From an optimization exercise on the open Yosys and OpenROAD flow, aimed at small area and a short achievable clock period; shortcuts taken in it are not production practice.
Where RTL was checked, it was by simulation tests only, not by an equivalence proof against the original.
No functional check of the RTL was part of runs 1 and 2.
Power figures rest on the tool's default switching activity, not on a simulated workload.

--- flow/design.v ---
module red_combine (
    input  wire        clk,
    input  wire        rst,
    input  wire        in_valid,
    input  wire [31:0] in_a,
    input  wire [31:0] in_b,
    input  wire [1:0]  in_op,
    input  wire [1:0]  in_rmode,
    input  wire [15:0] in_rand,
    output reg         out_valid,
    output reg  [31:0] out_res
);
    wire a_e0   = ~|in_a[30:23];
    wire b_e0   = ~|in_b[30:23];
    wire a_emax = &in_a[30:23];
    wire b_emax = &in_b[30:23];
    wire a_mz   = ~|in_a[22:0];
    wire b_mz   = ~|in_b[22:0];
    wire a_nan  = a_emax & ~a_mz;
    wire b_nan  = b_emax & ~b_mz;
    wire a_inf  = a_emax & a_mz;
    wire b_inf  = b_emax & b_mz;
    wire sa = in_a[31];
    wire sb = in_b[31];
    wire is_mm  = in_op[0] ^ in_op[1];
    wire is_max = in_op[1];
    wire zero_small = is_mm | a_inf | b_inf;
    wire gt_ba;                                     
    gt_t #(31) u_gt (.a(in_b[30:0]), .b(in_a[30:0]), .gt(gt_ba));
    wire pick_a_mm = b_nan | (~a_nan & (sa ^ is_max ^ (gt_ba & ~(sa ^ sb))));
    wire sel_b = is_mm ? ~pick_a_mm : gt_ba;
    wire [31:0] bg   = sel_b ? in_b : in_a;
    wire [22:0] sm_m = sel_b ? in_a[22:0] : in_b[22:0];
    wire        sm_h = sel_b ? ~a_e0 : ~b_e0;
    wire [6:0] r_ab = {1'b0, in_a[28:23]} - {1'b0, in_b[28:23]};
    wire [6:0] r_ba = {1'b0, in_b[28:23]} - {1'b0, in_a[28:23]};
    wire [5:0] d_ab = a_e0 ? 6'd0 : b_e0 ? in_a[28:23] - 6'd1 : r_ab[5:0];
    wire [5:0] d_ba = b_e0 ? 6'd0 : a_e0 ? in_b[28:23] - 6'd1 : r_ba[5:0];
    wire [1:0] ha = in_a[30:29];
    wire [1:0] hb = in_b[30:29];
    wire ge_ab = ~a_e0 & (b_e0 ? (ha[1] | (ha[0] & |in_a[28:23]))
                                : ((ha == hb + 2'd1) & ~r_ab[6]) | ({1'b0, ha} >= {1'b0, hb} + 3'd2));
    wire ge_ba = ~b_e0 & (a_e0 ? (hb[1] | (hb[0] & |in_b[28:23]))
                                : ((hb == ha + 2'd1) & ~r_ba[6]) | ({1'b0, hb} >= {1'b0, ha} + 3'd2));
    wire e_lt;                                      
    gt_t #(8) u_ge (.a(in_b[30:23]), .b(in_a[30:23]), .gt(e_lt));
    reg        v1;
    reg [31:0] bg1;
    reg [23:0] m_sm;
    reg [5:0]  sh;
    reg        big, sub, zs1, nan1, rtz1, stoc1;
    reg [15:0] rnd1;
    always @(posedge clk) begin
        v1    <= ~rst & in_valid;
        bg1   <= bg;
        m_sm  <= zero_small ? 24'd0 : {sm_h, sm_m};
        sh    <= e_lt ? d_ba : d_ab;
        big   <= e_lt ? ge_ba : ge_ab;
        sub   <= (sa ^ sb) & ~is_mm;
        zs1   <= zero_small;
        nan1  <= is_mm ? (a_nan & b_nan) : (a_nan | b_nan | (a_inf & b_inf & (sa ^ sb)));
        rtz1  <= (in_rmode == 2'd1);
        stoc1 <= (in_rmode == 2'd2);
        rnd1  <= in_rand;
    end
    wire        bg_e0 = ~|bg1[30:23];
    wire [7:0]  e_big = {bg1[30:24], bg1[23] | bg_e0};
    wire [23:0] m_big = {~bg_e0, bg1[22:0]};
    wire [41:0] y;
    s1_align u_align(.m_sm(m_sm), .sh({big, 1'b0, sh}), .y(y));
    wire [42:0] r1;
    s1_add u_add(.m_big(m_big), .y(y), .sub(sub), .r1(r1));
    reg        v2;
    reg [42:0] r;
    reg [7:0]  eb2;
    reg        sg2, nan2, sub2, inf2, rtz2, stoc2;
    reg [15:0] rnd2;
    always @(posedge clk) begin
        v2    <= ~rst & v1;
        r     <= r1;
        eb2   <= e_big;
        sg2   <= bg1[31];
        nan2  <= nan1;
        sub2  <= sub;
        rtz2  <= rtz1;
        stoc2 <= stoc1;
        inf2  <= zs1 | ~rtz1;
        rnd2  <= rnd1;
    end
    wire [23:0] n; wire [15:0] d; wire st; wire [4:0] lz;
    s2_norm u_norm(.r(r), .eb2(eb2), .n(n), .d(d), .st(st), .lz(lz));
    wire [31:0] result;
    s2_round u_round(.r(r), .eb2(eb2), .n(n), .d(d), .st(st), .lz(lz), .rnd2(rnd2), .stoc2(stoc2), .rtz2(rtz2), .inf2(inf2), .nan2(nan2), .sg2(sg2), .sub2(sub2), .result(result));
    always @(posedge clk) begin
        out_valid <= ~rst & v2;
        out_res   <= result;
    end
endmodule
module s1_align(input [23:0] m_sm, input [7:0] sh, output [41:0] y);
    wire big = |sh[7:6];
    wire [41:0] x0 = {m_sm, 18'd0};
    wire [41:0] x1 = sh[0] ? { 1'd0, x0[41:1]}  : x0;
    wire [41:0] x2 = sh[1] ? { 2'd0, x1[41:2]}  : x1;
    wire [41:0] x3 = sh[2] ? { 4'd0, x2[41:4]}  : x2;
    wire [41:0] x4 = sh[3] ? { 8'd0, x3[41:8]}  : x3;
    wire [41:0] x5 = sh[4] ? {16'd0, x4[41:16]} : x4;
    wire [41:0] x6 = (sh[5] | big) ? {32'd0, x5[41:32] & {10{~big}}} : x5;
    wire jam = (sh[4] & (|x4[15:0])) | ((sh[5] | big) & (|x5[31:0])) | (big & (|x5[41:32]));
    assign y = {x6[41:1], x6[0] | jam};
endmodule
module s1_add(input [23:0] m_big, input [41:0] y, input sub, output [42:0] r1);
    wire [18:0] lo_any;
    or_prefix #(18) u_lo (.a(y[17:0]), .y(lo_any));
    assign r1[17:0] = y[17:0] ^ ({18{sub}} & lo_any[17:0]);
    add_bk #(25) u_hi (.a({1'b0, m_big}), .b({1'b0, y[41:18]} ^ {25{sub}}), .c(sub & ~lo_any[18]), .y(r1[42:18]));
endmodule
module s2_norm(input [42:0] r, input [7:0] eb2, output [23:0] n, output [15:0] d, output st, output reg [4:0] lz);
    wire [25:0] xs = r[42:17];
    integer i;
    always @(*) begin
        lz = 5'd26;
        for (i = 0; i < 26; i = i + 1)
            if (xs[i]) lz = 5'd25 - i[4:0];
    end
    wire lz_ok = (|eb2[7:5]) | (lz <= eb2[4:0]);
    wire [4:0] L = lz_ok ? lz : eb2[4:0];
    wire [25:0] shl = xs << L;
    assign n  = shl[25:2];
    assign d  = (L == 5'd0) ? r[18:3] : (L == 5'd1) ? r[17:2] : (L == 5'd2) ? r[16:1] : 16'd0;
    assign st = (L == 5'd0) ? |r[2:0] : (L == 5'd1) ? |r[1:0] : (L == 5'd2) ? r[0] : 1'b0;
endmodule
module s2_round(input [42:0] r, input [7:0] eb2, input [23:0] n, input [15:0] d, input st, input [4:0] lz,
  input [15:0] rnd2, input stoc2, input rtz2, input inf2, input nan2, input sg2, input sub2, output [31:0] result);
    wire [7:0]  e_field = n[23] ? eb2 + 8'd1 - {3'd0, lz} : 8'd0;
    wire r_zero = ~|r[42:17];
    wire d_gt_r;
    gt_t #(16) u_gtr (.a(d), .b(rnd2), .gt(d_gt_r));
    wire round_up = stoc2 ? d_gt_r : (~rtz2 & d[15] & ((|d[14:0]) | st | n[0]));
    wire [31:0] ones;
    and_prefix #(31) u_rnd (.a({e_field, n[22:0]}), .y(ones));
    wire [31:0] code = {1'b0, e_field, n[22:0]} ^ ({32{round_up}} & ones);
    wire ovf = code[31] | &code[30:23];
    wire sign = sg2 & ~(sub2 & r_zero);
    assign result = nan2 ? 32'h7FC0_0000 :
                         {sign, ovf ? (inf2 ? 31'h7F80_0000 : 31'h7F7F_FFFF) : code[30:0]};
endmodule
module inc_g #(parameter N=31) (input [N-1:0] a, input c, output [N:0] y);
  localparam G = (N+4)/4;
  wire [4*G-1:0] ap = {{(4*G-N){1'b0}}, a};
  wire [4*G-1:0] s;
  wire [G:0] gc;             
  assign gc[0] = c;
  genvar g;
  generate for (g = 0; g < G; g = g + 1) begin: grp
    wire [3:0] q = ap[4*g+3:4*g];
    assign gc[g+1] = gc[g] & (&q);
    wire c1 = gc[g] & q[0];
    wire c2 = c1 & q[1];
    wire c3 = c2 & q[2];
    assign s[4*g+3:4*g] = q ^ {c3, c2, c1, gc[g]};
  end endgenerate
  assign y = s[N:0];
endmodule
module or_prefix #(parameter N=18) (input [N-1:0] a, output [N:0] y);
  localparam G = (N+4)/4;
  wire [4*G-1:0] ap = {{(4*G-N){1'b0}}, a};
  wire [4*G-1:0] s;
  wire [G:0] gc;
  assign gc[0] = 1'b0;
  genvar g;
  generate for (g = 0; g < G; g = g + 1) begin: grp
    wire [3:0] q = ap[4*g+3:4*g];
    assign gc[g+1] = gc[g] | (|q);
    wire c1 = gc[g] | q[0];
    wire c2 = c1 | q[1];
    wire c3 = c2 | q[2];
    assign s[4*g+3:4*g] = {c3, c2, c1, gc[g]};
  end endgenerate
  assign y = s[N:0];
endmodule
module and_prefix #(parameter N=31) (input [N-1:0] a, output [N:0] y);
  localparam G = (N+4)/4;
  wire [4*G-1:0] ap = {{(4*G-N){1'b0}}, a};
  wire [4*G-1:0] s;
  wire [G:0] gc;
  assign gc[0] = 1'b1;
  genvar g;
  generate for (g = 0; g < G; g = g + 1) begin: grp
    wire [3:0] q = ap[4*g+3:4*g];
    assign gc[g+1] = gc[g] & (&q);
    wire c1 = gc[g] & q[0];
    wire c2 = c1 & q[1];
    wire c3 = c2 & q[2];
    assign s[4*g+3:4*g] = {c3, c2, c1, gc[g]};
  end endgenerate
  assign y = s[N:0];
endmodule
module gt_t #(parameter N=23) (input [N-1:0] a, input [N-1:0] b, output gt);
  localparam LG = $clog2(N);
  localparam M = 1 << LG;
  wire [M-1:0] g0 = {{(M-N){1'b0}}, a & ~b};
  wire [M-1:0] e0 = {{(M-N){1'b1}}, ~(a ^ b)};
  genvar l, i;
  generate for (l = 0; l < LG; l = l + 1) begin: lv
    wire [(M>>(l+1))-1:0] gg, ee;
    for (i = 0; i < (M>>(l+1)); i = i + 1) begin: nd
      wire gh, gl, eh, el;
      if (l == 0) begin: f0
        assign gh = g0[2*i+1]; assign gl = g0[2*i]; assign eh = e0[2*i+1]; assign el = e0[2*i];
      end else begin: fn
        assign gh = lv[l-1].gg[2*i+1]; assign gl = lv[l-1].gg[2*i]; assign eh = lv[l-1].ee[2*i+1]; assign el = lv[l-1].ee[2*i];
      end
      assign gg[i] = gh | (eh & gl);
      assign ee[i] = eh & el;
    end
  end endgenerate
  assign gt = lv[LG-1].gg[0];
endmodule
module add_bk #(parameter N=43) (input [N-1:0] a, input [N-1:0] b, input c, output [N-1:0] y);
  localparam M = N+1;
  localparam LG = $clog2(M);
  wire [M-1:0] g [0:2*LG];
  wire [M-1:0] p [0:2*LG];
  assign g[0] = {a & b, c};
  assign p[0] = {a ^ b, 1'b0};
  genvar l, i;
  generate
    for (l = 0; l < LG; l = l + 1) begin: up
      for (i = 0; i < M; i = i + 1) begin: b
        if ((i % (2<<l)) == (2<<l)-1) begin: n
          assign g[l+1][i] = g[l][i] | (p[l][i] & g[l][i-(1<<l)]);
          assign p[l+1][i] = p[l][i] & p[l][i-(1<<l)];
        end else begin: w
          assign g[l+1][i] = g[l][i];
          assign p[l+1][i] = p[l][i];
        end
      end
    end
    for (l = LG-1; l > 0; l = l - 1) begin: dn
      for (i = 0; i < M; i = i + 1) begin: b
        if (i >= (3<<(l-1))-1 && ((i - ((3<<(l-1))-1)) % (2<<(l-1))) == 0) begin: n
          assign g[2*LG-l][i] = g[2*LG-l-1][i] | (p[2*LG-l-1][i] & g[2*LG-l-1][i-(1<<(l-1))]);
          assign p[2*LG-l][i] = p[2*LG-l-1][i] & p[2*LG-l-1][i-(1<<(l-1))];
        end else begin: w
          assign g[2*LG-l][i] = g[2*LG-l-1][i];
          assign p[2*LG-l][i] = p[2*LG-l-1][i];
        end
      end
    end
  endgenerate
  assign y = p[0][M-1:1] ^ g[2*LG-1][M-2:0];
endmodule
--- flow/flow/run.sh ---
#!/bin/bash
# The standard ORFS layout (standard.sh, standard synthesis unchanged) with two changes
# to how the layout is made; the clock, its period and the constraints stay the design's:
#  - repair_timing is asked for extra setup slack (flow/setup_margin, in ns), so that it
#    sizes and buffers the logic for a shorter period than the constraint's;
#  - port buffers (every input and output still gets one) use flow/port_buffer.
set -euo pipefail
MARGIN=$(cat flow/setup_margin)
PBUF=$(cat flow/port_buffer)
sed "s|CLKGATE_MAP_FILE= |CLKGATE_MAP_FILE= SETUP_SLACK_MARGIN=$MARGIN 'BUFFER_PORTS_ARGS=-buffer_cell $PBUF' |" \
    standard.sh > standard_tuned.sh
bash standard_tuned.sh > flow_make.log 2>&1
--- flow/flow/port_buffer ---
sky130_fd_sc_hd__buf_2
--- flow/flow/setup_margin ---
24.5
--- flow/standard.sh ---
#!/bin/bash
# synth_recipe.tcl (not shown) runs the flow's synth.tcl, then flattens the netlist and writes it again
# the make line also repeats each setting of config.mk as NAME=value (left out here)
make -C /OpenROAD-flow-scripts/flow DESIGN_CONFIG=/design/flow/config.mk WORK_HOME=/design/flow/orfs CLKGATE_MAP_FILE= SYNTH_SCRIPT=/design/flow/synth_recipe.tcl "${@:-finish}"
--- flow/config.mk ---
export PLATFORM = sky130hd
export DESIGN_NAME = red_combine
export DESIGN_NICKNAME = red_combine
export VERILOG_FILES = /design/flow/design.v
export SDC_FILE = /design/flow/constraint.sdc
export NUM_CORES = 4
export LEC_CHECK = 0
export ABC_AREA = 1
export CAP_MARGIN = 20
export CORE_MARGIN = 2
export CORE_UTILIZATION = 60
export SLEW_MARGIN = 20
--- flow/constraint.sdc ---
create_clock -name core_clock -period 32.0 [get_ports {clk}]
set_input_delay 6.4000 -clock core_clock [delete_from_list [all_inputs] [get_ports {clk}]]
set_output_delay 6.4000 -clock core_clock [all_outputs]
set_load 0.01 [all_outputs]
==> results.txt, run 1 <==
# TYPE chip_impl_metric gauge
chip_impl_info{name="dominantRegCellSynth",value="sky130_fd_sc_hd__dfxtp_1"} 1
chip_impl_metric{name="fin_tns_setup",unit="ns"} 0
chip_impl_metric{name="layout_worst_path_cycle_share",unit=""} 0.283
chip_impl_metric{name="synth.ff_latch_count",unit=""} 192
chip_impl_info{name="r2r_start",value="sh[0]$_DFF_P_"} 1
chip_impl_metric{name="numCtsBuffers",unit=""} 17
chip_impl_metric{name="met3RoutedLength",unit="mm"} 2.98
chip_impl_metric{name="ir_drop",unit="µV"} 48.4
chip_impl_metric{name="die_width",unit="µm"} 158
chip_impl_info{name="hold_path.startpoint",value="rnd1[2]$_DFF_P_"} 1
chip_impl_metric{name="crit_fanout",unit=""} 7
chip_impl_metric{name="number_of_antenna_violations_at_the_first_check_in_global_routing",unit=""} 0
chip_impl_info{name="hold_class",value="register to register"} 1
chip_impl_metric{name="timing.final.crit_period",unit="ns"} 9.07
chip_impl_info{name="post_synth_most_frequent_cells",value="sky130_fd_sc_hd__nand2_1, sky130_fd_sc_hd__inv_1, sky130_fd_sc_hd__nand3_1"} 1
chip_impl_metric{name="path_clk_slew",unit="ns"} 0.09
chip_impl_metric{name="synthesis.instances",unit=""} 2147
chip_impl_metric{name="crit_path_largest_cell_delay",unit="ns"} 0.27
chip_impl_info{name="worst_r2r_endpoint",value="r[39]$_DFF_P_"} 1
chip_impl_metric{name="die-height",unit="µm"} 158
chip_impl_metric{name="number_of_rows_created_at_floorplan",unit=""} 56
chip_impl_metric{name="power.total",unit="µW"} 1570
chip_impl_metric{name="drv_cap",unit=""} 0
chip_impl_info{name="cell_by_cell_listing_of_the_critical_path",value="buf_8 -> inv_12 -> ha_4 -> a31o_4 -> a21o_1 -> a21oi_2 -> o221a_2 -> o221a_4 -> o221ai_2 -> nand4_1 -> o311ai_4 -> nor2_1 -> a21oi_1 -> nand2_1 -> nand2_1 -> o211ai_1 -> nand2_4 -> buf_12 -> clkbuf_16 -> nor2_1 -> a211oi_1"} 1
chip_impl_metric{name="numPortBuffers",unit=""} 119
chip_impl_metric{name="wl",unit="mm"} 44.2
chip_impl_metric{name="num_vias",unit=""} 15000
chip_impl_metric{name="synth-warning-count",unit=""} 3
chip_impl_metric{name="core_area",unit="mm²"} 0.0234
chip_impl_metric{name="synth_seq_area_share",unit=""} 0.270
chip_impl_info{name="run_status",value="finished clean"} 1
chip_impl_metric{name="cellLeakagePower",unit="µW"} 0.00858
chip_impl_info{name="start_kind",value="input pin"} 1
chip_impl_metric{name="layout.cells.non_filler",unit=""} 2617
chip_impl_metric{name="mappedNetlistNets",unit=""} 2356
chip_impl_metric{name="r2r_cells",unit=""} 42
chip_impl_metric{name="h-tree-depth",unit=""} 4
chip_impl_info{name="crit_path_end_kind",value="register"} 1
chip_impl_metric{name="rrSetupSlack",unit="ns"} 24.81
chip_impl_metric{name="pin_slew_with_the_least_headroom_to_its_limit",unit="ns"} 0.855
chip_impl_info{name="rsz0062_at_grt",value="yes"} 1
chip_impl_metric{name="numPlacedInstances",unit=""} 2509
chip_impl_metric{name="wl_per_cell",unit="µm"} 16.9
chip_impl_metric{name="hold_depth",unit=""} 0
chip_impl_metric{name="gr-total-overflow",unit=""} 0
chip_impl_metric{name="power_density",unit="mW/mm²"} 90.5
chip_impl_metric{name="cts.sink_count",unit=""} 192
chip_impl_metric{name="n_fill_cell",unit=""} 1895
chip_impl_metric{name="ff_latch_area",unit="mm²"} 0.00386
chip_impl_metric{name="finalMaxSlewViolations",unit=""} 0
chip_impl_metric{name="ant_diodes",unit=""} 0
chip_impl_info{name="cts_root_buffer",value="sky130_fd_sc_hd__clkbuf_16"} 1
chip_impl_metric{name="area.growth.synth_to_final",unit="%"} 22.0
chip_impl_metric{name="grt_pass1_vias",unit=""} 13800
chip_impl_metric{name="post_route_cells_drive_above_1_share",unit=""} 0.193
chip_impl_metric{name="cts_hold_buffers",unit=""} 0
chip_impl_metric{name="drt_iter0_drc",unit=""} 1315
chip_impl_metric{name="count_of_flip_flops_with_a_built_in_enable_after_synthesis",unit=""} 0
chip_impl_info{name="synthMostInstantiatedCell",value="sky130_fd_sc_hd__nand2_1"} 1
chip_impl_metric{name="synthArstFlopShare",unit=""} 0
chip_impl_metric{name="worst-endpoint-arrival",unit="ns"} 9.39
chip_impl_metric{name="placement.cell_area",unit="mm²"} 0.0152
chip_impl_metric{name="gr-usage-all-layers",unit=""} 0.336
chip_impl_metric{name="clock_tree.buffer_depth",unit=""} 2
chip_impl_metric{name="pin_count_of_the_biggest_net_entering_global_routing",unit=""} 40
chip_impl_metric{name="worst-endpoint-required",unit="ns"} 32.32
chip_impl_metric{name="drt-pass1-iter-count",unit=""} 6
chip_impl_metric{name="vias_per_cell",unit=""} 5.71
chip_impl_metric{name="finalWeightedCongestion",unit=""} 0.997
chip_impl_metric{name="routed-wl-met2",unit="mm"} 21.0
chip_impl_metric{name="design.portCount",unit=""} 120
chip_impl_metric{name="design.final.nets",unit=""} 2494
chip_impl_metric{name="post-route-cell-area",unit="mm²"} 0.0174
chip_impl_info{name="worstSetupPathType",value="input pin to register"} 1
chip_impl_metric{name="finalClockSkew",unit="ns"} 0.0255
chip_impl_metric{name="floorplan_die_area",unit="mm²"} 0.0250
chip_impl_metric{name="avgSynthCellArea",unit="µm²"} 6.64
chip_impl_info{name="cts_tree",value="yes"} 1
chip_impl_metric{name="worst_skew_pair.late_latency",unit="ns"} 0.46
chip_impl_metric{name="grt_pass1_wl",unit="mm"} 66.8
chip_impl_metric{name="mappedNetlistArea",unit="mm²"} 0.0143
chip_impl_metric{name="setup_viol_count_final",unit=""} 0
chip_impl_metric{name="maxSlewHeadroom",unit=""} 0.426
chip_impl_metric{name="synth_cell_type_count",unit=""} 63
chip_impl_metric{name="timing_hold_violations_final",unit=""} 0
chip_impl_metric{name="count_of_antenna_violating_nets_left_after_detailed_routing",unit=""} 0
chip_impl_metric{name="detail_route.drc_violations",unit=""} 0
chip_impl_info{name="routed.top_layer",value="met4"} 1
chip_impl_metric{name="floorplan.initialDensity",unit=""} 0.609
chip_impl_metric{name="multi_input_comb_area",unit="mm²"} 0.00981
chip_impl_info{name="synth_area_leader",value="sky130_fd_sc_hd__dfxtp_1"} 1
chip_impl_info{name="crit_path_top_delay_cell",value="sky130_fd_sc_hd__o211ai_1"} 1
chip_impl_metric{name="synth_top_area_frac",unit=""} 0.270
chip_impl_metric{name="wl_met1",unit="mm"} 17.9
chip_impl_info{name="worstHoldEndpoint",value="rnd2[2]$_DFF_P_"} 1
chip_impl_metric{name="peak_freq",unit="GHz"} 0.110
chip_impl_info{name="post_synth_main_area_contributors",value="sky130_fd_sc_hd__dfxtp_1, sky130_fd_sc_hd__nand2_1, sky130_fd_sc_hd__ha_1, sky130_fd_sc_hd__inv_1, sky130_fd_sc_hd__nand3_1"} 1
chip_impl_metric{name="total_half_perimeter_wirelength_after_legalization_and_detailed_placement",unit="mm"} 30.0
cells in the final DEF (no fill, tap or decap), types with 15 or more instances in the layout:
master	instances
sky130_fd_sc_hd__a211oi_2	24
sky130_fd_sc_hd__nand3_1	191
sky130_fd_sc_hd__nand4_1	55
sky130_fd_sc_hd__nand2_1	537
sky130_fd_sc_hd__a21oi_1	49
sky130_fd_sc_hd__buf_6	16
sky130_fd_sc_hd__xor2_1	55
sky130_fd_sc_hd__buf_4	50
sky130_fd_sc_hd__clkbuf_16	22
sky130_fd_sc_hd__o21ai_1	59
sky130_fd_sc_hd__o21ai_2	15
sky130_fd_sc_hd__nor2_1	163
sky130_fd_sc_hd__nand2_2	22
sky130_fd_sc_hd__xnor2_1	26
sky130_fd_sc_hd__ha_1	98
sky130_fd_sc_hd__dfxtp_1	187
sky130_fd_sc_hd__inv_1	245
sky130_fd_sc_hd__o21ai_0	75
sky130_fd_sc_hd__nor2_2	23
sky130_fd_sc_hd__nor3_1	18
sky130_fd_sc_hd__buf_2	111
critical path, delay by kind of cell:
family	cells	cell delay [ns]
AO/OA/AOI/OAI	10	1.54
adder cells (fa/ha/maj)	1	0.22
buffers and inverters	4	0.47
AND/OR/NAND/NOR	6	0.75
cell type report:
class                   count  share of cell area
clock buffers              17              0.0245
clock inverters            15              0.0117
inverters                 278              0.0634
multi-input cells        1595               0.564
flip-flops and latches    192               0.222
well taps                 319              0.0229
repair buffers            197              0.0901
repair inverters            4             0.00144
worst max-delay path by stage:
stage	start	slack, ns	end
3_3_place_gp	in_a[1]	22.24	m_sm[11]$_SDFF_PP0_
2_1_floorplan	in_b[1]	23.10	m_sm[11]$_SDFF_PP0_
4_1_cts	in_a[1]	23.16	bg1[29]$_DFF_P_
6_report	in_a[1]	22.93	m_sm[16]$_SDFF_PP0_
3_5_place_dp	in_a[1]	22.14	m_sm[11]$_SDFF_PP0_
5_1_grt	in_a[1]	22.92	m_sm[16]$_SDFF_PP0_
metal layers:
layer	track usage	up-vias
met1	0.411	6769
li1	-	7319
met4	0.157	0
met5	0	-
met3	0.0605	172
met2	0.571	691
flip-flops by register name, summed over array words and instances, names as in the netlist, 6 cells and up:
| signal | cells |
|---|---|
| eb2 | 8 |
| rnd1 | 16 |
| sh | 6 |
| out_res | 32 |
| m_sm | 24 |
| bg1 | 32 |
| r | 43 |
| rnd2 | 16 |
where the power goes:
group	leakage (µW)	internal, µW	switching, µW
logic	0.00666	369	623
registers	0.00162	310	48.8
clock network	0.000303	108	116
kinds of logic (layout without fill, tap and decap cells):
logic type               after synthesis  in the layout  synth area share
multiplexers                           9              9           0.00641
buffers and inverters                364            511             0.100
XOR/XNOR                              82             82            0.0504
adder cells (fa/ha/maj)              122            122             0.116
AO/OA/AOI/OAI                        303            303             0.126
AND/OR/NAND/NOR                     1075           1079             0.331
flip-flops                           192            192             0.270
per-stage QoR:
| stage | utilization | hold slack [ns] | setup WS, ns |
|---|---|---|---|
| 6_report | 0.743 | 0.321 | 22.93 |
| 5_1_grt | 0.743 | 0.326 | 22.92 |
| 4_1_cts | 0.706 | 0.318 | 23.16 |
| 3_5_place_dp | 0.648 | 0.312 | 22.14 |
| 3_3_place_gp | 0.647 | 0.311 | 22.24 |
| 2_1_floorplan | - | 0.310 | 23.10 |
timing repair:
| action | CTS | global route |
|---|---|---|
| buffers inserted | 31 | 26 |
| pin swaps | 27 | 36 |
| cloned | 10 | 9 |
| endpoints found under the hold margin | 0 | 0 |
| setup endpoints to repair | 102 | 104 |
| resized for setup | 86 | 176 |
==> run 2, diff against run 1 <==
--- a/flow/design.v
+++ b/flow/design.v
@@ -24,11 +24,14 @@
     wire sb = in_b[31];
     wire is_mm  = in_op[0] ^ in_op[1];
     wire is_max = in_op[1];
-    wire zero_small = is_mm | a_inf | b_inf;
-    wire gt_ba;                                     
-    gt_t #(31) u_gt (.a(in_b[30:0]), .b(in_a[30:0]), .gt(gt_ba));
-    wire pick_a_mm = b_nan | (~a_nan & (sa ^ is_max ^ (gt_ba & ~(sa ^ sb))));
-    wire sel_b = is_mm ? ~pick_a_mm : gt_ba;
+    wire zero_small = ~is_mm & (a_inf | b_inf);
+    wire e_lt;                                      
+    gt_t #(8) u_ge (.a(in_b[30:23]), .b(in_a[30:23]), .gt(e_lt));
+    wire m_gt;                                      
+    gt_t #(23) u_gm (.a(in_b[22:0]), .b(in_a[22:0]), .gt(m_gt));
+    wire e_eq = (in_a[30:23] == in_b[30:23]);
+    wire pick_a_mm = b_nan | (~a_nan & (sa ^ is_max ^ (e_lt & ~(sa ^ sb))));
+    wire sel_b = is_mm ? ~pick_a_mm : e_lt;
     wire [31:0] bg   = sel_b ? in_b : in_a;
     wire [22:0] sm_m = sel_b ? in_a[22:0] : in_b[22:0];
     wire        sm_h = sel_b ? ~a_e0 : ~b_e0;
@@ -42,22 +45,24 @@
                                 : ((ha == hb + 2'd1) & ~r_ab[6]) | ({1'b0, ha} >= {1'b0, hb} + 3'd2));
     wire ge_ba = ~b_e0 & (a_e0 ? (hb[1] | (hb[0] & |in_b[28:23]))
                                 : ((hb == ha + 2'd1) & ~r_ba[6]) | ({1'b0, hb} >= {1'b0, ha} + 3'd2));
-    wire e_lt;                                      
-    gt_t #(8) u_ge (.a(in_b[30:23]), .b(in_a[30:23]), .gt(e_lt));
     reg        v1;
     reg [31:0] bg1;
     reg [23:0] m_sm;
     reg [5:0]  sh;
-    reg        big, sub, zs1, nan1, rtz1, stoc1;
+    reg        big, sub, zs1, nan1, rtz1, stoc1, mgt, mmflip, mm1, s_sm;
     reg [15:0] rnd1;
     always @(posedge clk) begin
         v1    <= ~rst & in_valid;
         bg1   <= bg;
         m_sm  <= zero_small ? 24'd0 : {sm_h, sm_m};
-        sh    <= e_lt ? d_ba : d_ab;
-        big   <= e_lt ? ge_ba : ge_ab;
+        sh    <= is_mm ? 6'd0 : e_lt ? d_ba : d_ab;
+        big   <= ~is_mm & (e_lt ? ge_ba : ge_ab);
         sub   <= (sa ^ sb) & ~is_mm;
-        zs1   <= zero_small;
+        zs1   <= is_mm | a_inf | b_inf;
+        mgt   <= e_eq & m_gt;
+        mmflip <= ~a_nan & ~b_nan & ~(sa ^ sb);
+        mm1   <= is_mm;
+        s_sm  <= sel_b ? sa : sb;
         nan1  <= is_mm ? (a_nan & b_nan) : (a_nan | b_nan | (a_inf & b_inf & (sa ^ sb)));
         rtz1  <= (in_rmode == 2'd1);
         stoc1 <= (in_rmode == 2'd2);
@@ -69,7 +74,16 @@
     wire [41:0] y;
     s1_align u_align(.m_sm(m_sm), .sh({big, 1'b0, sh}), .y(y));
     wire [42:0] r1;
-    s1_add u_add(.m_big(m_big), .y(y), .sub(sub), .r1(r1));
+    reg any_lo;
+    integer k;
+    always @(*) begin
+        any_lo = 1'b0;
+        for (k = 0; k < 24; k = k + 1)
+            if (m_sm[k] && (big || sh > k)) any_lo = 1'b1;
+    end
+    wire swap_mm = mm1 & mgt & mmflip;
+    s1_add u_add(.m_big(m_big & {24{~swap_mm}}), .y(y), .en_y(~mm1 | swap_mm),
+                 .inv_big(sub & mgt), .inv_y(sub & ~mgt), .no_lo(~any_lo), .r1(r1));
     reg        v2;
     reg [42:0] r;
     reg [7:0]  eb2;
@@ -79,7 +93,7 @@
         v2    <= ~rst & v1;
         r     <= r1;
         eb2   <= e_big;
-        sg2   <= bg1[31];
+        sg2   <= (mgt & ~mm1) ? s_sm : bg1[31];
         nan2  <= nan1;
         sub2  <= sub;
         rtz2  <= rtz1;
@@ -108,11 +122,13 @@
     wire jam = (sh[4] & (|x4[15:0])) | ((sh[5] | big) & (|x5[31:0])) | (big & (|x5[41:32]));
     assign y = {x6[41:1], x6[0] | jam};
 endmodule
-module s1_add(input [23:0] m_big, input [41:0] y, input sub, output [42:0] r1);
+module s1_add(input [23:0] m_big, input [41:0] y, input en_y, input inv_big, input inv_y,
+              input no_lo, output [42:0] r1);
     wire [18:0] lo_any;
     or_prefix #(18) u_lo (.a(y[17:0]), .y(lo_any));
-    assign r1[17:0] = y[17:0] ^ ({18{sub}} & lo_any[17:0]);
-    add_bk #(25) u_hi (.a({1'b0, m_big}), .b({1'b0, y[41:18]} ^ {25{sub}}), .c(sub & ~lo_any[18]), .y(r1[42:18]));
+    assign r1[17:0] = y[17:0] ^ ({18{inv_y}} & lo_any[17:0]);
+    add_bk #(25) u_hi (.a({1'b0, m_big} ^ {25{inv_big}}), .b({1'b0, y[41:18] & {24{en_y}}} ^ {25{inv_y}}),
+                       .c((inv_big | inv_y) & no_lo), .y(r1[42:18]));
 endmodule
 module s2_norm(input [42:0] r, input [7:0] eb2, output [23:0] n, output [15:0] d, output st, output reg [4:0] lz);
     wire [25:0] xs = r[42:17];
@@ -196,7 +212,15 @@
   assign y = s[N:0];
 endmodule
 module gt_t #(parameter N=23) (input [N-1:0] a, input [N-1:0] b, output gt);
-  localparam LG = $clog2(N);
+  function integer lg2;
+    input integer v;
+    integer t;
+    begin
+      lg2 = 0;
+      for (t = 1; t < v; t = t * 2) lg2 = lg2 + 1;
+    end
+  endfunction
+  localparam LG = lg2(N);
   localparam M = 1 << LG;
   wire [M-1:0] g0 = {{(M-N){1'b0}}, a & ~b};
   wire [M-1:0] e0 = {{(M-N){1'b1}}, ~(a ^ b)};
@@ -217,8 +241,16 @@
   assign gt = lv[LG-1].gg[0];
 endmodule
 module add_bk #(parameter N=43) (input [N-1:0] a, input [N-1:0] b, input c, output [N-1:0] y);
+  function integer lg2;
+    input integer v;
+    integer t;
+    begin
+      lg2 = 0;
+      for (t = 1; t < v; t = t * 2) lg2 = lg2 + 1;
+    end
+  endfunction
   localparam M = N+1;
-  localparam LG = $clog2(M);
+  localparam LG = lg2(M);
   wire [M-1:0] g [0:2*LG];
   wire [M-1:0] p [0:2*LG];
   assign g[0] = {a & b, c};
==> run 2 against run 1 <==
  * Synthesized cell count is 3.5% higher
  * Utilization is 1.2 points lower
  * Critical endpoint is now m_sm[13]$_SDFF_PP0_
  * Critical path type unchanged
  * Hold slack better by 0.0078 ns
  * Still clean
  * Cell area is 2.0% higher
  * Largest cell class unchanged
  * Sequential cell count is 4 higher
  * Die area is 3.4% higher
  * Global-route usage is 2.3 points higher
  * Maximum frequency is 10% higher
  * Sequential share of layout area hardly changed
==> results.txt, run 2 <==
# TYPE chip_impl_metric gauge
chip_impl_metric{name="vias_per_cell",unit=""} 5.96
chip_impl_metric{name="grt_pass1_wl",unit="mm"} 75.3
chip_impl_metric{name="count_of_flip_flops_with_a_built_in_enable_after_synthesis",unit=""} 0
chip_impl_metric{name="crit_fanout",unit=""} 8
chip_impl_metric{name="worst-endpoint-required",unit="ns"} 32.34
chip_impl_metric{name="number_of_antenna_violations_at_the_first_check_in_global_routing",unit=""} 0
chip_impl_info{name="synth_area_leader",value="sky130_fd_sc_hd__dfxtp_1"} 1
chip_impl_metric{name="pin_count_of_the_biggest_net_entering_global_routing",unit=""} 37
chip_impl_metric{name="floorplan.initialDensity",unit=""} 0.608
chip_impl_metric{name="wl",unit="mm"} 48.6
chip_impl_metric{name="core_area",unit="mm²"} 0.0242
chip_impl_info{name="cts_tree",value="yes"} 1
chip_impl_metric{name="mappedNetlistNets",unit=""} 2431
chip_impl_metric{name="fin_tns_setup",unit="ns"} 0
chip_impl_metric{name="total_half_perimeter_wirelength_after_legalization_and_detailed_placement",unit="mm"} 33.5
chip_impl_metric{name="setup_viol_count_final",unit=""} 0
chip_impl_metric{name="drt-pass1-iter-count",unit=""} 10
chip_impl_metric{name="finalClockSkew",unit="ns"} 0.0172
chip_impl_metric{name="die_width",unit="µm"} 161
chip_impl_metric{name="grt_pass1_vias",unit=""} 15200
chip_impl_metric{name="synth.ff_latch_count",unit=""} 196
chip_impl_info{name="mostFrequentLayoutCell",value="sky130_fd_sc_hd__nand2_1"} 1
chip_impl_metric{name="timing.final.crit_period",unit="ns"} 8.24
chip_impl_metric{name="number_of_rows_created_at_floorplan",unit=""} 57
chip_impl_info{name="rsz0062_at_grt",value="yes"} 1
chip_impl_metric{name="ant_diodes",unit=""} 0
chip_impl_metric{name="numPortBuffers",unit=""} 119
chip_impl_info{name="cts_root_buffer",value="sky130_fd_sc_hd__clkbuf_16"} 1
chip_impl_metric{name="n_fill_cell",unit=""} 1957
chip_impl_metric{name="floorplan_die_area",unit="mm²"} 0.0258
chip_impl_metric{name="cts_hold_buffers",unit=""} 0
chip_impl_info{name="synthMostInstantiatedCell",value="sky130_fd_sc_hd__nand2_1"} 1
chip_impl_info{name="start_kind",value="input pin"} 1
chip_impl_metric{name="synth_seq_area_share",unit=""} 0.266
chip_impl_metric{name="drt_iter0_drc",unit=""} 1782
chip_impl_metric{name="pin_slew_with_the_least_headroom_to_its_limit",unit="ns"} 1.16
chip_impl_metric{name="cellLeakagePower",unit="µW"} 0.00861
chip_impl_metric{name="num_vias",unit=""} 16000
chip_impl_metric{name="mappedNetlistArea",unit="mm²"} 0.0147
chip_impl_info{name="run_status",value="finished clean"} 1
chip_impl_metric{name="wl_per_cell",unit="µm"} 18.1
chip_impl_metric{name="area.growth.synth_to_final",unit="%"} 20.3
chip_impl_metric{name="synthArstFlopShare",unit=""} 0
chip_impl_metric{name="worst-endpoint-arrival",unit="ns"} 8.58
chip_impl_metric{name="finalMaxSlewViolations",unit=""} 0
chip_impl_metric{name="synth-warning-count",unit=""} 3
chip_impl_info{name="critical_path.most_common_cell",value="sky130_fd_sc_hd__o21ai_2"} 1
chip_impl_metric{name="h-tree-depth",unit=""} 4
chip_impl_metric{name="ff_latch_area",unit="mm²"} 0.00393
chip_impl_metric{name="post_route_cells_drive_above_1_share",unit=""} 0.179
chip_impl_metric{name="placement.cell_area",unit="mm²"} 0.0156
chip_impl_metric{name="post-route-cell-area",unit="mm²"} 0.0177
chip_impl_metric{name="numCtsBuffers",unit=""} 17
chip_impl_metric{name="synth_cell_type_count",unit=""} 64
chip_impl_info{name="registers.top_by_ff_count",value="r"} 1
chip_impl_metric{name="worst_skew_pair.late_latency",unit="ns"} 0.45
chip_impl_info{name="post_synth_main_area_contributors",value="sky130_fd_sc_hd__dfxtp_1, sky130_fd_sc_hd__nand2_1, sky130_fd_sc_hd__ha_1, sky130_fd_sc_hd__nand3_1, sky130_fd_sc_hd__inv_1"} 1
chip_impl_metric{name="maxSlewHeadroom",unit=""} 0.225
chip_impl_metric{name="synthesis.instances",unit=""} 2222
chip_impl_metric{name="design.portCount",unit=""} 120
chip_impl_metric{name="peak_freq",unit="GHz"} 0.121
chip_impl_metric{name="synth_top_area_frac",unit=""} 0.266
chip_impl_metric{name="post-route-util",unit=""} 0.732
chip_impl_metric{name="gr-usage-all-layers",unit=""} 0.359
chip_impl_metric{name="clock_tree.buffer_depth",unit=""} 2
chip_impl_info{name="hold_class",value="register to register"} 1
chip_impl_metric{name="count_of_antenna_violating_nets_left_after_detailed_routing",unit=""} 0
chip_impl_info{name="largestRegisters",value="r: 43 flops, bg1: 32 flops, out_res: 32 flops"} 1
chip_impl_metric{name="finalWeightedCongestion",unit=""} 0.977
chip_impl_metric{name="place_worst_setup_slack",unit="ns"} 22.74
chip_impl_info{name="cell_by_cell_listing_of_the_critical_path",value="buf_6 -> inv_16 -> ha_4 -> inv_2 -> fa_2 -> o21ai_2 -> nand2_1 -> nand2_2 -> o21ai_2 -> xor2_2 -> o21ai_4 -> clkbuf_16 -> nand2_8 -> o22ai_2 -> a21oi_2"} 1
chip_impl_metric{name="ir_drop",unit="µV"} 49.9
chip_impl_info{name="dominantRegCellSynth",value="sky130_fd_sc_hd__dfxtp_1"} 1
chip_impl_metric{name="fin_ws",unit="ns"} 23.76
chip_impl_metric{name="multi_input_comb_area",unit="mm²"} 0.0106
chip_impl_metric{name="crit_path_largest_cell_delay",unit="ns"} 0.37
chip_impl_metric{name="gr-total-overflow",unit=""} 0
chip_impl_metric{name="power_density",unit="mW/mm²"} 93.1
chip_impl_metric{name="die-height",unit="µm"} 161
chip_impl_metric{name="drv_cap",unit=""} 0
chip_impl_info{name="crit_path_end_kind",value="register"} 1
chip_impl_info{name="crit_path_top_delay_cell",value="sky130_fd_sc_hd__fa_2"} 1
chip_impl_metric{name="avgSynthCellArea",unit="µm²"} 6.64
chip_impl_metric{name="layout_worst_path_cycle_share",unit=""} 0.258
chip_impl_metric{name="cts.sink_count",unit=""} 196
chip_impl_info{name="worstSetupPathType",value="input pin to register"} 1
chip_impl_metric{name="detail_route.drc_violations",unit=""} 0
chip_impl_metric{name="design.final.nets",unit=""} 2554
chip_impl_info{name="layout_common_cells",value="sky130_fd_sc_hd__nand2_1, sky130_fd_sc_hd__nand3_1, sky130_fd_sc_hd__inv_1"} 1
chip_impl_metric{name="largest_reg_flops",unit=""} 43
chip_impl_metric{name="path_clk_slew",unit="ns"} 0.08
chip_impl_metric{name="timing_hold_violations_final",unit=""} 0
chip_impl_info{name="post_synth_most_frequent_cells",value="sky130_fd_sc_hd__nand2_1, sky130_fd_sc_hd__nand3_1, sky130_fd_sc_hd__inv_1"} 1
[run 2: worst paths after layout]
path / from / to / depth (start not counted) / slack (ns)
setup / recovery: in_a[23] / m_sm[13]$_SDFF_PP0_ / 15 / 23.76
hold / removal: rnd1[4]$_DFF_P_ / rnd2[4]$_DFF_P_ / 0 / 0.33
setup reg to reg: r[17]$_DFF_P_ / out_res[15]$_SDFF_PP0_ / 56 / 25.06
hold reg to reg: rnd1[4]$_DFF_P_ / rnd2[4]$_DFF_P_ / 0 / 0.33
[run 2: power by group]
part	internal [µW]	switching, µW	total [µW]
clock network	110	119	228
registers	319	51.1	370
logic	369	684	1050
[run 2: cell type report]
| cell class | count | share of cell area |
|---|---|---|
| flip-flops and latches | 196 | 0.221 |
| repair inverters | 2 | 0.00134 |
| repair buffers | 174 | 0.0635 |
| inverters | 249 | 0.0569 |
| clock inverters | 15 | 0.0119 |
| well taps | 324 | 0.0229 |
| clock buffers | 17 | 0.0240 |
| multi-input cells | 1705 | 0.598 |
[run 2: cells by family after synthesis]
family,count (synthesis),share of synthesized area
AOI/OAI and AO/OA,349,0.134
xor gates and xnor gates,115,0.0683
adders and majority gates,122,0.112
buffers and inverters,338,0.0903
DFF,196,0.266
muxes,13,0.00882
and+or+nand+nor,1089,0.320
[run 2: per-stage QoR]
step           cells  power, µW  hold WS [ns]
2_1_floorplan   2222       1120         0.310
3_3_place_gp    2591       1310         0.312
3_5_place_dp    2591       1340         0.312
4_1_cts         2670       1610         0.329
5_1_grt         2682       1810         0.328
6_report        2682       1650         0.328
[run 2: per-layer routing]
layer	vias up	global-route usage	routed length (µm)
li1	7612	-	-
met1	7233	0.408	17900
met2	877	0.647	23600
met3	262	0.0529	3680
met4	0	0.196	3450
met5	-	0	0
[run 2: timing repair]
action                                  4_1_cts  5_1_grt
gates resized for setup                     133      114
gates cloned                                 15        5
pin swaps                                    45       45
setup buffers                                32        7
endpoints found under the setup margin       98      101
[run 2: worst max-delay path, delay by kind of cell]
| family | cells | cell delay [ns] |
|---|---|---|
| buffers and inverters | 4 | 0.51 |
| adders and majority gates | 2 | 0.50 |
| and+or+nand+nor | 3 | 0.31 |
| xor gates and xnor gates | 1 | 0.19 |
| AOI/OAI and AO/OA | 5 | 0.64 |
==> run 3, diff against run 2 <==
--- a/flow/design.v
+++ b/flow/design.v
@@ -32,9 +32,6 @@
     wire e_eq = (in_a[30:23] == in_b[30:23]);
     wire pick_a_mm = b_nan | (~a_nan & (sa ^ is_max ^ (e_lt & ~(sa ^ sb))));
     wire sel_b = is_mm ? ~pick_a_mm : e_lt;
-    wire [31:0] bg   = sel_b ? in_b : in_a;
-    wire [22:0] sm_m = sel_b ? in_a[22:0] : in_b[22:0];
-    wire        sm_h = sel_b ? ~a_e0 : ~b_e0;
     wire [6:0] r_ab = {1'b0, in_a[28:23]} - {1'b0, in_b[28:23]};
     wire [6:0] r_ba = {1'b0, in_b[28:23]} - {1'b0, in_a[28:23]};
     wire [5:0] d_ab = a_e0 ? 6'd0 : b_e0 ? in_a[28:23] - 6'd1 : r_ab[5:0];
@@ -46,28 +43,34 @@
     wire ge_ba = ~b_e0 & (a_e0 ? (hb[1] | (hb[0] & |in_b[28:23]))
                                 : ((hb == ha + 2'd1) & ~r_ba[6]) | ({1'b0, hb} >= {1'b0, ha} + 3'd2));
     reg        v1;
-    reg [31:0] bg1;
-    reg [23:0] m_sm;
+    reg [31:0] a1, b1;
+    reg        sel1;
     reg [5:0]  sh;
-    reg        big, sub, zs1, nan1, rtz1, stoc1, mgt, mmflip, mm1, s_sm;
+    reg        big, sub, zs1, zsm1, nan1, rtz1, stoc1, mgt, mmflip, mm1;
     reg [15:0] rnd1;
     always @(posedge clk) begin
         v1    <= ~rst & in_valid;
-        bg1   <= bg;
-        m_sm  <= zero_small ? 24'd0 : {sm_h, sm_m};
+        a1    <= in_a;
+        b1    <= in_b;
+        sel1  <= sel_b;
         sh    <= is_mm ? 6'd0 : e_lt ? d_ba : d_ab;
         big   <= ~is_mm & (e_lt ? ge_ba : ge_ab);
         sub   <= (sa ^ sb) & ~is_mm;
         zs1   <= is_mm | a_inf | b_inf;
+        zsm1  <= zero_small;
         mgt   <= e_eq & m_gt;
         mmflip <= ~a_nan & ~b_nan & ~(sa ^ sb);
         mm1   <= is_mm;
-        s_sm  <= sel_b ? sa : sb;
         nan1  <= is_mm ? (a_nan & b_nan) : (a_nan | b_nan | (a_inf & b_inf & (sa ^ sb)));
         rtz1  <= (in_rmode == 2'd1);
         stoc1 <= (in_rmode == 2'd2);
         rnd1  <= in_rand;
     end
+    wire [31:0] bg1  = sel1 ? b1 : a1;
+    wire [22:0] sm_m = sel1 ? a1[22:0] : b1[22:0];
+    wire        sm_h = sel1 ? |a1[30:23] : |b1[30:23];
+    wire        s_sm = sel1 ? a1[31] : b1[31];
+    wire [23:0] m_sm = zsm1 ? 24'd0 : {sm_h, sm_m};
     wire        bg_e0 = ~|bg1[30:23];
     wire [7:0]  e_big = {bg1[30:24], bg1[23] | bg_e0};
     wire [23:0] m_big = {~bg_e0, bg1[22:0]};
==> run 3 against run 2 <==
  * Synthesized cell count is 1.8% higher
  * Critical endpoint is now sh[3]$_SDFF_PN0_
  * Area after synthesis is 1.7% higher
  * Sequential cell count is 9 higher
  * Critical path type unchanged
  * Cell count is 0.60% higher
  * Still clean on timing, DRC and antenna
  * Utilization is 3.8 points lower
  * Non-clock buffer count is 18 lower
  * Critical path depth is 3 lower
==> results.txt, run 3 <==
# TYPE chip_impl_metric gauge
chip_impl_metric{name="synthArstFlopShare",unit=""} 0
chip_impl_metric{name="met1_usage",unit=""} 0.407
chip_impl_metric{name="synth_top_area_frac",unit=""} 0.274
chip_impl_metric{name="ir_drop",unit="µV"} 68.7
chip_impl_info{name="post_synth_main_area_contributors",value="sky130_fd_sc_hd__dfxtp_1, sky130_fd_sc_hd__nand2_1, sky130_fd_sc_hd__ha_1, sky130_fd_sc_hd__nand3_1, sky130_fd_sc_hd__inv_1"} 1
chip_impl_metric{name="finalWeightedCongestion",unit=""} 1.01
chip_impl_metric{name="wl_per_cell",unit="µm"} 15.7
chip_impl_metric{name="die-height",unit="µm"} 162
chip_impl_metric{name="synth-warning-count",unit=""} 3
chip_impl_metric{name="number_of_rows_created_at_floorplan",unit=""} 57
chip_impl_metric{name="r2r_cells",unit=""} 37
chip_impl_metric{name="post_route_cells_drive_above_1_share",unit=""} 0.123
chip_impl_info{name="post_synth_most_frequent_cells",value="sky130_fd_sc_hd__nand2_1, sky130_fd_sc_hd__inv_1, sky130_fd_sc_hd__dfxtp_1"} 1
chip_impl_metric{name="place_worst_setup_slack",unit="ns"} 23.58
chip_impl_metric{name="fin_ws",unit="ns"} 24.27
chip_impl_metric{name="drt_iter0_drc",unit=""} 1608
chip_impl_metric{name="ant_diodes",unit=""} 0
chip_impl_metric{name="sw_frac_of_total",unit=""} 0.483
chip_impl_metric{name="setup_viol_count_final",unit=""} 0
chip_impl_info{name="crit_path_end_kind",value="register"} 1
chip_impl_metric{name="gr-total-overflow",unit=""} 0
chip_impl_metric{name="worst-endpoint-required",unit="ns"} 32.43
chip_impl_metric{name="fin_tns_setup",unit="ns"} 0
chip_impl_metric{name="floorplan_die_area",unit="mm²"} 0.0263
chip_impl_metric{name="synth_seq_area_share",unit=""} 0.274
chip_impl_metric{name="path_clk_slew",unit="ns"} 0.06
chip_impl_info{name="mostFrequentLayoutCell",value="sky130_fd_sc_hd__nand2_1"} 1
chip_impl_info{name="layout_common_cells",value="sky130_fd_sc_hd__nand2_1, sky130_fd_sc_hd__inv_1, sky130_fd_sc_hd__dfxtp_1"} 1
chip_impl_metric{name="combinationalPowerShare",unit=""} 0.606
chip_impl_info{name="crit_family",value="compound AO/OA/AOI/OAI gates"} 1
chip_impl_metric{name="synth.ff_latch_count",unit=""} 205
chip_impl_metric{name="groute.layer.met3.usage",unit=""} 0.0391
chip_impl_metric{name="placement.cell_area",unit="mm²"} 0.0157
chip_impl_metric{name="numPortBuffers",unit=""} 119
chip_impl_metric{name="worst-endpoint-arrival",unit="ns"} 8.16
chip_impl_info{name="cell_by_cell_listing_of_the_critical_path",value="buf_8 -> clkinvlp_4 -> ha_4 -> inv_2 -> fa_2 -> o21ai_2 -> nand2_1 -> o211ai_1 -> nand2_1 -> inv_2 -> o311ai_2 -> a21oi_1"} 1
chip_impl_info{name="synth_area_leader",value="sky130_fd_sc_hd__dfxtp_1"} 1
chip_impl_metric{name="design.final.nets",unit=""} 2568
chip_impl_metric{name="drt-pass1-iter-count",unit=""} 8
chip_impl_metric{name="mappedNetlistArea",unit="mm²"} 0.0150
chip_impl_metric{name="area.growth.synth_to_final",unit="%"} 13.1
chip_impl_metric{name="floorplan.initialDensity",unit=""} 0.613
chip_impl_info{name="worstHoldEndpoint",value="rnd2[3]$_DFF_P_"} 1
chip_impl_info{name="hold_path.startpoint",value="rnd1[3]$_DFF_P_"} 1
chip_impl_info{name="rsz0062_at_grt",value="yes"} 1
chip_impl_metric{name="count_of_antenna_violating_nets_left_after_detailed_routing",unit=""} 0
chip_impl_metric{name="clock_network_fraction_of_total_power",unit=""} 0.169
chip_impl_info{name="cts_root_buffer",value="sky130_fd_sc_hd__clkbuf_16"} 1
chip_impl_metric{name="layout.cells.non_filler",unit=""} 2698
chip_impl_info{name="hold_class",value="register to register"} 1
chip_impl_metric{name="timing.final.crit_period",unit="ns"} 7.73
chip_impl_metric{name="cts_hold_buffers",unit=""} 0
chip_impl_metric{name="finalClockSkew",unit="ns"} 0.0106
chip_impl_metric{name="timing_hold_violations_final",unit=""} 0
chip_impl_info{name="cts_tree",value="yes"} 1
chip_impl_metric{name="numPlacedInstances",unit=""} 2633
chip_impl_metric{name="wl",unit="mm"} 42.3
chip_impl_metric{name="number_of_antenna_violations_at_the_first_check_in_global_routing",unit=""} 0
chip_impl_metric{name="layout_worst_path_cycle_share",unit=""} 0.242
chip_impl_metric{name="p_seq_frac",unit=""} 0.224
chip_impl_metric{name="n_fill_cell",unit=""} 2130
chip_impl_metric{name="peak_freq",unit="GHz"} 0.129
chip_impl_metric{name="cellLeakagePower",unit="µW"} 0.00855
chip_impl_metric{name="count_of_flip_flops_with_a_built_in_enable_after_synthesis",unit=""} 0
chip_impl_metric{name="pin_slew_with_the_least_headroom_to_its_limit",unit="ns"} 0.945
chip_impl_info{name="registers.top_by_ff_count",value="r"} 1
chip_impl_metric{name="mappedNetlistNets",unit=""} 2470
chip_impl_metric{name="cellInternalPower",unit="µW"} 821
chip_impl_metric{name="rrSetupSlack",unit="ns"} 25.20
chip_impl_metric{name="pin_count_of_the_biggest_net_entering_global_routing",unit=""} 56
chip_impl_metric{name="vias_per_cell",unit=""} 5.63
chip_impl_metric{name="gr-usage-all-layers",unit=""} 0.315
chip_impl_info{name="grt_busiest_layer",value="met2"} 1
chip_impl_metric{name="fin_worst_hold_slack",unit="ns"} 0.319
chip_impl_metric{name="die_width",unit="µm"} 162
chip_impl_metric{name="timing.critical_path.buf_inv",unit=""} 4
chip_impl_metric{name="detail_route.drc_violations",unit=""} 0
chip_impl_info{name="crit_path_top_delay_cell",value="sky130_fd_sc_hd__fa_2"} 1
chip_impl_metric{name="synthesis.instances",unit=""} 2261
chip_impl_metric{name="num_vias",unit=""} 15200
chip_impl_metric{name="h-tree-depth",unit=""} 1
chip_impl_info{name="run_status",value="finished clean"} 1
chip_impl_metric{name="drv_cap",unit=""} 0
chip_impl_info{name="synthMostInstantiatedCell",value="sky130_fd_sc_hd__nand2_1"} 1
chip_impl_metric{name="largest_reg_flops",unit=""} 43
chip_impl_metric{name="crit_path_largest_cell_delay",unit="ns"} 0.38
chip_impl_metric{name="total_half_perimeter_wirelength_after_legalization_and_detailed_placement",unit="mm"} 33.3
chip_impl_metric{name="crit_fanout",unit=""} 6
chip_impl_info{name="worstSetupPathType",value="input pin to register"} 1
chip_impl_metric{name="worst_skew_pair.late_latency",unit="ns"} 0.51
chip_impl_metric{name="maxSlewHeadroom",unit=""} 0.365
chip_impl_metric{name="avgSynthCellArea",unit="µm²"} 6.64
chip_impl_metric{name="grt_pass1_wl",unit="mm"} 68.5
chip_impl_metric{name="hold_depth",unit=""} 0
chip_impl_metric{name="clock_tree.buffer_depth",unit=""} 3
chip_impl_metric{name="post-route-cell-area",unit="mm²"} 0.0170
chip_impl_metric{name="numCtsBuffers",unit=""} 23
chip_impl_metric{name="power_density",unit="mW/mm²"} 93.6
chip_impl_info{name="dominantRegCellSynth",value="sky130_fd_sc_hd__dfxtp_1"} 1
chip_impl_metric{name="synth_cell_type_count",unit=""} 62
chip_impl_metric{name="switching_power",unit="µW"} 768
chip_impl_info{name="start_kind",value="input pin"} 1
chip_impl_metric{name="core_area",unit="mm²"} 0.0245
chip_impl_metric{name="cts.sink_count",unit=""} 205
chip_impl_metric{name="finalMaxSlewViolations",unit=""} 0
chip_impl_metric{name="grt_pass1_vias",unit=""} 14300
chip_impl_info{name="worst_r2r_endpoint",value="r[41]$_DFF_P_"} 1
chip_impl_metric{name="design.portCount",unit=""} 120
chip_impl_metric{name="grtUsageMet2",unit=""} 0.540
chip_impl_info{name="r2r_start",value="sel1$_DFF_P_"} 1
## run 3: cell types whose count changed after synthesis, sizes merged, moves of 10 or more
cell	before	now
nand3	257	201
o22ai	36	16
nor2	177	203
nor3	16	26
nand2	570	638
o21ai	166	183
## run 3: worst register-to-register path: cells and delay by family, from the launching register on
| family | cells | cell delay, ns |
|---|---|---|
| buffers and inverters | 5 | 0.95 |
| AOI/OAI and AO/OA | 14 | 2.62 |
| xor gates and xnor gates | 1 | 0.17 |
| DFF | 1 | 0.42 |
| and+or+nand+nor | 15 | 1.71 |
| adders and majority gates | 2 | 0.81 |
## run 3: repair_timing
action | CTS | global route
gates resized for setup | 24 | 37
buffers inserted | 11 | 13
endpoints found under the setup margin | 10 | 43
pin swaps | 17 | 12
gates cloned | 0 | 1
## run 3: cell type report
class / count / area [µm²] / share of cell area
Multi-Input combinational cell: 1725 / 9830 / 0.579
Sequential cell: 205 / 4110 / 0.242
Inverter: 248 / 951 / 0.0560
Timing Repair Buffer: 156 / 905 / 0.0533
Clock buffer: 30 / 642 / 0.0378
Tap cell: 324 / 405 / 0.0239
Clock inverter: 10 / 138 / 0.00811
## run 3: metal layers
metal  up-vias  wire [µm]
li1       7570          -
met1      6893      18200
met2       616      19600
met3       116       2770
met4         0       1630
met5         -          0
## run 3: power by group through the flow
stage          clock (µW)  combinational (µW)  sequential [µW]
3_5_place_dp            0                 925              361
6_report              269                 964              357
4_1_cts               272                 940              356
2_1_floorplan           0                 713              362
5_1_grt               283                1090              363
3_3_place_gp            0                 904              360
## run 3: stage by stage
stage / total power, µW / util
after detailed placement: 1290 / 0.644
after floorplan: 1070 / -
after global placement: 1260 / 0.644
final: 1590 / 0.694
after global routing: 1740 / 0.694
after CTS: 1570 / 0.683
## run 3: cell families after synthesis
group                      after synthesis  synth area share
AOI/OAI and AO/OA                      348             0.131
xor gates and xnor gates               109            0.0636
adders and majority gates              122             0.110
buffers and inverters                  332            0.0892
DFF                                    205             0.274
muxes                                   16            0.0108
and+or+nand+nor                       1129             0.322
## run 3: worst max path at each step
stage | from | end | slack (ns) | cells past startpoint
floorplan | in_a[23] | sel1$_DFF_P_ | 24.04 | 12
global placement | in_a[23] | sel1$_DFF_P_ | 23.62 | 13
detailed placement | in_a[23] | sel1$_DFF_P_ | 23.58 | 13
CTS | in_a[23] | sh[3]$_SDFF_PN0_ | 24.34 | 12
global route | in_a[23] | sh[3]$_SDFF_PN0_ | 24.20 | 12
finish | in_a[23] | sh[3]$_SDFF_PN0_ | 24.27 | 12
==> run 4, diff against run 3 <==
==> flow/flow/setup_margin (replaced) <==
24.2
==> run 4 against run 3 <==
  * Maximum frequency is 0.94% lower
  * Combinational power decreased by 0.6%
  * Global-route usage is 0.17 points lower
  * Clock skew is 0.00055 ns higher
  * Highest routed layer unchanged
  * Largest cell class unchanged
  * Via count decreased by 0.68%
==> results.txt, run 4 <==
# TYPE chip_impl_metric gauge
chip_impl_info{name="run_status",value="finished clean"} 1
chip_impl_metric{name="synth_seq_area_share",unit=""} 0.274
chip_impl_metric{name="core_area",unit="mm²"} 0.0245
chip_impl_metric{name="design.final.nets",unit=""} 2558
chip_impl_metric{name="fin_ws",unit="ns"} 24.19
chip_impl_info{name="cp-endpoint",value="sh[0]$_SDFF_PN0_"} 1
chip_impl_info{name="start_kind",value="input pin"} 1
chip_impl_metric{name="maxSlewHeadroom",unit=""} 0.438
chip_impl_metric{name="timing_hold_violations_final",unit=""} 0
chip_impl_metric{name="groute.layer.met3.usage",unit=""} 0.0396
chip_impl_metric{name="synthArstFlopShare",unit=""} 0
chip_impl_metric{name="post_route_cells_drive_above_1_share",unit=""} 0.111
chip_impl_metric{name="cellLeakagePower",unit="µW"} 0.00848
chip_impl_metric{name="synth-warning-count",unit=""} 3
chip_impl_info{name="rsz0062_at_grt",value="yes"} 1
chip_impl_info{name="synthMostInstantiatedCell",value="sky130_fd_sc_hd__nand2_1"} 1
chip_impl_metric{name="gr-usage-all-layers",unit=""} 0.313
chip_impl_metric{name="synth_cell_type_count",unit=""} 62
chip_impl_metric{name="gr-total-overflow",unit=""} 0
chip_impl_metric{name="floorplan.initialDensity",unit=""} 0.613
chip_impl_info{name="grt_busiest_layer",value="met2"} 1
chip_impl_metric{name="crit_fanout",unit=""} 6
chip_impl_metric{name="grtUsageMet2",unit=""} 0.538
chip_impl_metric{name="drt_iter0_drc",unit=""} 1562
chip_impl_metric{name="finalWeightedCongestion",unit=""} 1.01
chip_impl_metric{name="mappedNetlistArea",unit="mm²"} 0.0150
chip_impl_metric{name="num_vias",unit=""} 15100
chip_impl_info{name="cts_tree",value="yes"} 1
chip_impl_metric{name="synth_simple_gate_area_frac",unit=""} 0.322
chip_impl_metric{name="drt-pass1-iter-count",unit=""} 8
chip_impl_metric{name="wl",unit="mm"} 41.8
chip_impl_metric{name="grt_pass1_wl",unit="mm"} 68.1
chip_impl_info{name="layout_common_cells",value="sky130_fd_sc_hd__nand2_1, sky130_fd_sc_hd__inv_1, sky130_fd_sc_hd__dfxtp_1"} 1
chip_impl_metric{name="worst-endpoint-arrival",unit="ns"} 8.21
chip_impl_info{name="worst_r2r_endpoint",value="out_res[5]$_SDFF_PP0_"} 1
chip_impl_metric{name="avgSynthCellArea",unit="µm²"} 6.64
chip_impl_metric{name="pin_slew_with_the_least_headroom_to_its_limit",unit="ns"} 0.838
chip_impl_metric{name="finalClockSkew",unit="ns"} 0.0112
chip_impl_metric{name="layout_worst_path_cycle_share",unit=""} 0.244
chip_impl_info{name="post_synth_most_frequent_cells",value="sky130_fd_sc_hd__nand2_1, sky130_fd_sc_hd__inv_1, sky130_fd_sc_hd__dfxtp_1"} 1
chip_impl_metric{name="detail_route.drc_violations",unit=""} 0
chip_impl_metric{name="yosys-mux-area-fraction",unit=""} 0.0108
chip_impl_metric{name="area.growth.synth_to_final",unit="%"} 11.5
chip_impl_metric{name="synth-adder-area-share",unit=""} 0.110
chip_impl_info{name="registers.top_by_ff_count",value="r"} 1
chip_impl_metric{name="drv_cap",unit=""} 0
chip_impl_info{name="crit_start",value="in_a[23]"} 1
chip_impl_metric{name="worst_skew_pair.late_latency",unit="ns"} 0.51
chip_impl_metric{name="vias_per_cell",unit=""} 5.61
-- run 4: cell counts after synthesis --
Identical to the previous run, type by type.
-- run 4: routing by layer --
layer / share of wire / routed length (µm) / vias up
li1: - / - / 7558
met1: 0.43 / 18100 / 6847
met2: 0.47 / 19600 / 592
met3: 0.064 / 2690 / 94
met4: 0.034 / 1420 / 0
met5: 0 / 0 / -
-- run 4: how the worst min path moves through the flow --
stage                           end  slack (ns)       startpoint  depth (start not counted)
floorplan              nan2$_DFF_P_        0.31     nan1$_DFF_P_                          0
global route        rnd2[4]$_DFF_P_        0.32  rnd1[4]$_DFF_P_                          0
finish              rnd2[3]$_DFF_P_        0.32  rnd1[3]$_DFF_P_                          0
global placement    rnd2[6]$_DFF_P_        0.31  rnd1[6]$_DFF_P_                          0
detailed placement  rnd2[1]$_DFF_P_        0.31  rnd1[1]$_DFF_P_                          0
CTS                 rnd2[1]$_DFF_P_        0.32  rnd1[1]$_DFF_P_                          0
-- run 4: metrics by stage --
stage	cells	total power [µW]	util	area, µm²	hold slack (ns)
final	2688	1580	0.684	16700	0.319
after global routing	2688	1730	0.684	16700	0.325
after CTS	2678	1560	0.677	16600	0.325
after detailed placement	2633	1290	0.644	15700	0.312
after global placement	2633	1260	0.644	15700	0.311
after floorplan	2261	1070	-	15100	0.310
-- run 4: cell families after synthesis --
group,after synthesis
buffers and inverters,332
AO/OA/AOI/OAI,348
XOR/XNOR,109
flip-flops,205
multiplexers,16
adder cells (fa/ha/maj),122
AND/OR/NAND/NOR,1129
-- run 4: critical path: stages --
cell and delay, ns:
sky130_fd_sc_hd__buf_8 0.10, sky130_fd_sc_hd__clkinvlp_4 0.08, sky130_fd_sc_hd__ha_4 0.14, sky130_fd_sc_hd__inv_2 0.04
sky130_fd_sc_hd__fa_2 0.42, sky130_fd_sc_hd__o21ai_2 0.14, sky130_fd_sc_hd__nand2_1 0.08, sky130_fd_sc_hd__o211ai_1 0.24
sky130_fd_sc_hd__buf_4 0.20, sky130_fd_sc_hd__buf_6 0.09, sky130_fd_sc_hd__a21oi_2 0.04, sky130_fd_sc_hd__a311oi_1 0.24
-- run 4: area by class of cell --
class / count / area, µm²
well taps: 324 / 405
clock inverters: 10 / 138
repair buffers: 147 / 820
multi-input cells: 1724 / 9680
inverters: 248 / 945
fillers: 2163 / 7730
clock buffers: 30 / 642
flip-flops and latches: 205 / 4110
-- run 4: power by group --
part | switching [µW] | internal, µW | leakage [µW]
Combinational | 626 | 332 | 0.00638
Sequential | 36.2 | 321 | 0.00172
Clock | 102 | 165 | 0.000379
-- run 4: timing repair --
| action | CTS | global route |
|---|---|---|
| endpoints found under the setup margin | 5 | 39 |
| pin swaps | 3 | 14 |
| resized for setup | 1 | 29 |
| setup buffers | 5 | 10 |
| gates cloned | 0 | 0 |

-- static timing again, ports no longer ideal --
Ports are ideal in the flow. The routed layouts listed here were re-timed in OpenROAD. Step 1: set_driving_cell puts a clkbuf_16 on clk and a buf_2 on each other input, an assumption about the parent block. Step 2, shift: input delay + t, output delay - t, t = (earliest + latest rising clock arrival at the registers) / 2. This alone moves slack from input paths to output paths. Three values: no drivers, after step 1, after step 2; two values: the first two.
| run | t (ns) | setup WS [ns] | hold slack, ns | clock arrival spread, ns |
|---|---|---|---|---|
| run 1 | 0.495 | 22.931 / 22.929 / 22.434 | 0.321 / 0.321 / 0.321 | 0.026 / 0.026 |
| run 2 | 0.495 | 23.756 / 23.779 / 23.284 | 0.328 / 0.328 / 0.328 | 0.018 / 0.018 |
| run 3 | 0.553 | 24.268 / 24.280 / 23.727 | 0.319 / 0.319 / 0.319 | 0.012 / 0.012 |
| run 4 | 0.550 | 24.195 / 24.204 / 23.654 | 0.319 / 0.319 / 0.319 | 0.011 / 0.011 |
After both steps setup and hold are still met in every run listed.
